Source: an optimization exercise on an open RTL-to-GDS flow (aim: small area). Production flows keep margins and buffers that such runs may drop.
Only simulation tests tie the RTL to the original design; equivalence was not proved.

## main
==> flow/design.v (excerpt) <==
module mxfp4_block_dot (
    input  wire         clk,
    input  wire         rst,
    input  wire         in_valid,
    input  wire         in_first,
    input  wire         in_last,
    input  wire [127:0] in_a,       
    input  wire [127:0] in_b,
    input  wire [7:0]   in_sa,      
    input  wire [7:0]   in_sb,      
    output reg          out_valid,
    output wire [31:0]  out_d
);
For scale: roughly 2900 cells after synthesis, roughly 61 flip-flops, about 310 I/O pins.
clock: 35.0 ns
lec_check: 0
abc_area: 1
cap_margin: 10
core_margin: 2
core_utilization: 55
slew_margin: 10
standard.sh (not shown) runs the stock make flow with config.mk's settings and CLKGATE_MAP_FILE= SYNTH_SCRIPT=/design/flow/synth_recipe.tcl, a recipe that flattens the netlist after the stock synthesis.
==> flow/flow/run.sh <==
#!/bin/bash
# Own layout flow: the standard layout (standard.sh, ORFS), with three
# changes:
#  - synthesis skips Yosys's generic "abc -fast" pre-mapping inside synth
#    (SYNTH_ARGS=-noabc), so extract_fa sees the design's full adders as
#    written;
#  - ABC's technology mapping runs flow/area.abc (&dch + &nf with area
#    recovery) instead of abc_area.script; flow/my_synth.tcl is the standard flow's
#    synth_recipe.tcl with only that change;
#  - port buffers are the smallest buffer cell (sky130_fd_sc_hd__buf_1)
#    instead of the one buffer_ports picks by default.
# Everything else (floorplan, power grid, taps, placement, CTS, routing) is
# the standard flow. Each step's full log is under orfs/logs/; make's own
# output goes to flow.log.
set -euo pipefail
here=$(pwd)
bash standard.sh "SYNTH_SCRIPT=$here/flow/my_synth.tcl" "SYNTH_ARGS=-noabc" \
    "BUFFER_PORTS_ARGS=-buffer_cell sky130_fd_sc_hd__buf_1" finish > flow.log 2>&1
==> flow/flow/area.abc <==
strash
&get -n
&dch
&nf -R 1000
&put
topo
==> flow/flow/my_synth.tcl <==
# The standard flow's synthesis script (synth_recipe.tcl, in the work folder) unchanged,
# except that ABC's technology mapping runs flow/area.abc in place of the
# flow's abc_area.script.
set my_flow_dir [file dirname [file normalize [info script]]]
set my_abc_script [file join $my_flow_dir area.abc]
proc abc {args} {
  set i [lsearch -exact $args -script]
  if { $i >= 0 } {
    lset args [expr { $i + 1 }] $::my_abc_script
  }
  yosys abc {*}$args
}
source [file join [file dirname $my_flow_dir] synth_recipe.tcl]
### main -> the feature branch
diff --git a/flow/design.v b/flow/design.v
--- a/flow/design.v
+++ b/flow/design.v
@@ -750,32 +750,28 @@
     always @(*) begin
         lzb = 4'd13;
         for (i = 0; i < 13; i = i + 1)
             if (MBu[i]) lzb = 4'd12 - i[3:0];
     end
     wire [12:0] MBn0  = MBu << lzb;
     wire [32:0] es_r  = rca({24'd0, in_sa}, {24'd0, in_sb}, 1'b0);
     wire [32:0] tl_r  = rca({23'd0, es_r[8:0]}, {28'hFFFFFFF, ~lzb}, 1'b1);
     wire [32:0] tb_r  = rca(tl_r[31:0], {22'h3FFFFF, 10'h38B}, 1'b0);
-    reg         s1_valid, s1_first, s1_last, s1_nan, sB, zeroB;
+    reg         s1_first, s1_lastv, s1_nan, sB, zeroB;
     reg  [11:0] MBf;
     reg  [9:0]  tb;
     always @(posedge clk) begin
-        if (rst)
-            s1_valid <= 1'b0;
-        else
-            s1_valid <= in_valid;
-        s1_first <= in_first;
-        s1_last  <= in_last;
-        s1_nan   <= (&in_sa) | (&in_sb);
+        s1_first <= in_valid & in_first;
+        s1_lastv <= in_valid & in_last & ~rst;
+        s1_nan   <= in_valid & ((&in_sa) | (&in_sb));
         sB       <= sB0;
-        zeroB    <= zB0;
-        MBf      <= MBn0[11:0];
+        zeroB    <= zB0 | ~in_valid;
+        MBf      <= MBn0[11:0] & {12{in_valid}};
         tb       <= tb_r[9:0];
     end
     wire [12:0] MBn = {~zeroB, MBf};
     reg  [31:0] acc;
     wire [31:0] a_op  = s1_first ? 32'd0 : acc;
     wire        sA    = a_op[31];
     wire [7:0]  ea    = a_op[30:23];
     wire        a_nrm = |ea;
     wire        a_inf = &ea;
@@ -807,38 +803,35 @@
     reg  [4:0]  L0;
     always @(*) begin
         L0 = 5'd28;
         for (i = 0; i < 28; i = i + 1)
             if (V[i]) L0 = 5'd27 - i[4:0];
     end
     wire        zeroV = ~|V;
     wire [9:0]  tbig  = bigA ? {2'd0, ta} : tb;
     wire [32:0] l_r   = rca({22'd0, tbig}, {27'h7FFFFFF, ~L0}, 1'b0);
-    wire        tlt   = l_r[10];                          
-    wire [4:0]  Lp    = tlt ? tbig[4:0] : L0;
+    wire        clamp = l_r[10] | zeroV;                  
+    wire [4:0]  Lp    = clamp ? tbig[4:0] : L0;
     wire [27:0] N     = V << Lp;
     wire        inc_pos = N[3] & (N[2] | N[1] | N[0] | N[4]);
     wire        n21     = N[2] & N[1];
     wire        inc_neg = (N[3] & n21) | ((N[3] ^ n21) & (~n21 | N[4]));
     wire        inc     = neg ? inc_neg : inc_pos;
     wire [32:0] m_r     = rca({8'd0, N[27:4]}, 32'd0, inc);
     wire [24:0] mant    = m_r[24:0];
-    wire [32:0] e_r     = rca({22'd0, tbig}, {27'h7FFFFFF, ~Lp}, 1'b1);
-    wire [32:0] x_r     = rca({22'd0, e_r[9:0]}, {30'd0, mant[24:23]}, 1'b0);
+    wire [32:0] x_r     = rca({22'd0, l_r[9:0] & {10{~clamp}}}, {30'd0, mant[24:23]}, ~clamp);
     wire [9:0]  ex      = x_r[9:0];
-    wire        ovf     = ((|ex[9:8]) | (&ex[7:0])) & ~zeroV;
+    wire        ovf     = (|ex[9:8]) | (&ex[7:0]);
     wire        nanf  = s1_nan | a_nan;
     wire        frc   = ovf | a_inf | nanf;
     wire        zres  = ~|mant;
     wire        sgn   = (a_inf ? sA : (sbig ^ neg) & ~zres) & ~nanf;
-    wire [31:0] res   = frc ? {sgn, 8'hFF, nanf, 22'd0}
-                            : {sgn, zeroV ? 8'd0 : ex[7:0], mant[22:0]};
+    wire [31:0] res   = frc ? {sgn, 8'hFF, nanf, 22'd0} : {sgn, ex[7:0], mant[22:0]};
     always @(posedge clk) begin
         if (rst)
             out_valid <= 1'b0;
         else
-            out_valid <= s1_valid & s1_last;
-        if (s1_valid)
-            acc <= res;
+            out_valid <= s1_lastv;
+        acc <= res;
     end
     assign out_d = acc;
 endmodule
Notes after the runs:
Synthesis-to-finish area growth in the feature branch is 1.4 points higher than in main
Comparing routed wire length for main and the feature branch, the smaller number came from the feature branch.
Between main and the feature branch, the area of combinational cells with multiple inputs is lower for main.
Relative to main, the maximum number of pins on one net before global-route repair measured on the feature branch has increased by a few percent.
The synthesis-stage register bit count of the feature branch falls short of that of main by about 1.6%.

========
Another version of the RTL of mxfp4_block_dot (not shown whole).
Size in the first run: roughly 3000 cells after synthesis, roughly 60 flip-flops, ~310 I/O pins, about 23000 µm² of cells after synthesis.
Design mxfp4_block_dot, start of the top module:
module mxfp4_block_dot (
    input  wire         clk,
    input  wire         rst,
    input  wire         in_valid,
    input  wire         in_first,
    input  wire         in_last,
    input  wire [127:0] in_a,       
    input  wire [127:0] in_b,
    input  wire [7:0]   in_sa,      
    input  wire [7:0]   in_sb,      
    output reg          out_valid,
    output wire [31:0]  out_d
);
    function [7:0] qsg;
        input [2:0] a;
        input [2:0] b;
        input       s;
        reg         na, nb, a0, a1, a2, b0, b1, b2, m0;
        reg   [4:0] sh;
        reg   [3:0] M;
        integer     c, k;
        begin
            na = a[2] | a[1];
            nb = b[2] | b[1];
            a0 = ~a[2];  a1 = a[2] & ~a[1];  a2 = a[2] & a[1];
            b0 = ~b[2];  b1 = b[2] & ~b[1];  b2 = b[2] & b[1];
            sh[0] = a0 & b0;
            sh[1] = (a0 & b1) | (a1 & b0);
            sh[2] = (a0 & b2) | (a1 & b1) | (a2 & b0);
            sh[3] = (a1 & b2) | (a2 & b1);
            sh[4] = a2 & b2;
  ...
Settings: LEC_CHECK=0, ABC_AREA=1, CAP_MARGIN=10, CORE_MARGIN=2, CORE_UTILIZATION=55, SLEW_MARGIN=10; clock period 35.0 ns.
==> flow/flow/run.sh <==
#!/bin/bash
# Own layout flow: the standard layout (standard.sh, ORFS), with four
# changes:
#  - synthesis skips Yosys's generic "abc -fast" pre-mapping inside synth
#    (SYNTH_ARGS=-noabc), so extract_fa sees the design's full adders as
#    written;
#  - ABC's technology mapping runs flow/area.abc (&dch + &nf with area
#    recovery) instead of abc_area.script; flow/my_synth.tcl is the standard flow's
#    synth_recipe.tcl with only that change;
#  - port buffers are the smallest buffer cell (sky130_fd_sc_hd__buf_1)
#    instead of the one buffer_ports picks by default;
#  - clock tree synthesis builds the tree from clkbuf_4 cells (clkbuf_8 at
#    the root) instead of clkbuf_16, without dummy loads.
# Everything else (floorplan, power grid, taps, placement, CTS, routing) is
# the standard flow. Each step's full log is under orfs/logs/; make's own
# output goes to flow.log.
set -euo pipefail
here=$(pwd)
bash standard.sh "SYNTH_SCRIPT=$here/flow/my_synth.tcl" "SYNTH_ARGS=-noabc" \
    "BUFFER_PORTS_ARGS=-buffer_cell sky130_fd_sc_hd__buf_1" \
    "CTS_ARGS=-sink_clustering_enable -repair_clock_nets -dont_use_dummy_load -buf_list sky130_fd_sc_hd__clkbuf_4 -root_buf sky130_fd_sc_hd__clkbuf_8" \
    finish > flow.log 2>&1
Scripts as last shown in full above: flow/flow/area.abc, flow/flow/my_synth.tcl
==> next run, changes <==
--- a/flow/design.v
+++ b/flow/design.v
@@ -772,24 +772,26 @@
         L0 = 5'd28;
         for (i = 0; i < 28; i = i + 1)
             if (V[i]) L0 = 5'd27 - i[4:0];
     end
     wire        zeroV = ~|V;
     wire [9:0]  tbig  = bigA ? {2'd0, ta} : tb;
     wire [32:0] l_r   = rca({22'd0, tbig}, {27'h7FFFFFF, ~L0}, 1'b0);
-    wire        clamp = l_r[10] | zeroV;                  
+    wire [32:0] k_r   = rca({27'd0, L0}, {27'h7FFFFFF, ~tbig[4:0]}, 1'b1);
+    wire        clamp = (~|tbig[9:5] & ~k_r[5]) | zeroV;    
     wire [4:0]  Lp    = clamp ? tbig[4:0] : L0;
     wire [27:0] N     = V << Lp;
     wire        inc_pos = N[3] & (N[2] | N[1] | N[0] | N[4]);
     wire        n21     = N[2] & N[1];
     wire        inc_neg = (N[3] & n21) | ((N[3] ^ n21) & (~n21 | N[4]));
     wire        inc     = neg ? inc_neg : inc_pos;
     wire [32:0] m_r     = rca({8'd0, N[27:4]}, 32'd0, inc);
     wire [24:0] mant    = m_r[24:0];
-    wire [32:0] x_r     = rca({22'd0, l_r[9:0] & {10{~clamp}}}, {30'd0, mant[24:23]}, ~clamp);
+    wire        c23     = inc & (&N[26:4]);
+    wire [32:0] x_r     = rca({22'd0, l_r[9:0] & {10{~clamp}}}, {30'd0, N[27] & c23, N[27] ^ c23}, ~clamp);
     wire [9:0]  ex      = x_r[9:0];
     wire        ovf     = (|ex[9:8]) | (&ex[7:0]);
     wire        nanf  = s1_nan | a_nan;
     wire        frc   = ovf | a_inf | nanf;
     wire        zres  = ~|mant;
     wire        sgn   = (a_inf ? sA : (sbig ^ neg) & ~zres) & ~nanf;
     wire [31:0] res   = frc ? {sgn, 8'hFF, nanf, 22'd0} : {sgn, ex[7:0], mant[22:0]};
Setup slack gains 1.8 ns.
Design area hardly moves.
Routed wire length rose by 3.2%.
Count of clock-buffer cells in the layout stays the same.
Global-route usage came out higher by 0.80 points.
Register-to-register slack improved by 1.8 ns.
Sequential share of layout area stays flat.
Worst hold slack barely changes.
Die area goes up by 0.40%.

-- static timing again, ports no longer ideal --
The flow's constraints put no driver on any port. The routed layouts listed below were extracted and timed again, unchanged, in two steps. Step 1: set_driving_cell puts a clkbuf_16 on clk and a buf_2 on each other input, an assumption about the parent block. Step 2, shift: input delay + t, output delay - t, t = (earliest + latest rising clock arrival at the registers) / 2. This alone moves slack from input paths to output paths. a / b / c = ideal / step 1 / step 2; a / b = the first two.
run | t (ns) | setup WS [ns] | worst setup path at the end | worst data-port slew with drivers (ns) | pins driven straight from the clock port
main | 0.392 | 2.320 / 2.320 / 2.320 | register to register | 0.11 | 1
the feature branch | 0.393 | 1.675 / 1.674 / 1.674 | register to register | 0.12 | 1
the first run of note 2 | 0.401 | 2.010 / 2.010 / 2.010 | register to register | 0.05 | 1
the second run of note 2 | 0.376 | 3.793 / 3.793 / 3.793 | register to register | 0.10 | 1
After both steps setup and hold are still met in every run listed. For the feature branch, which loses most, drivers alone change the setup slack by -0.001 ns; drivers and shift together by -0.001 ns.
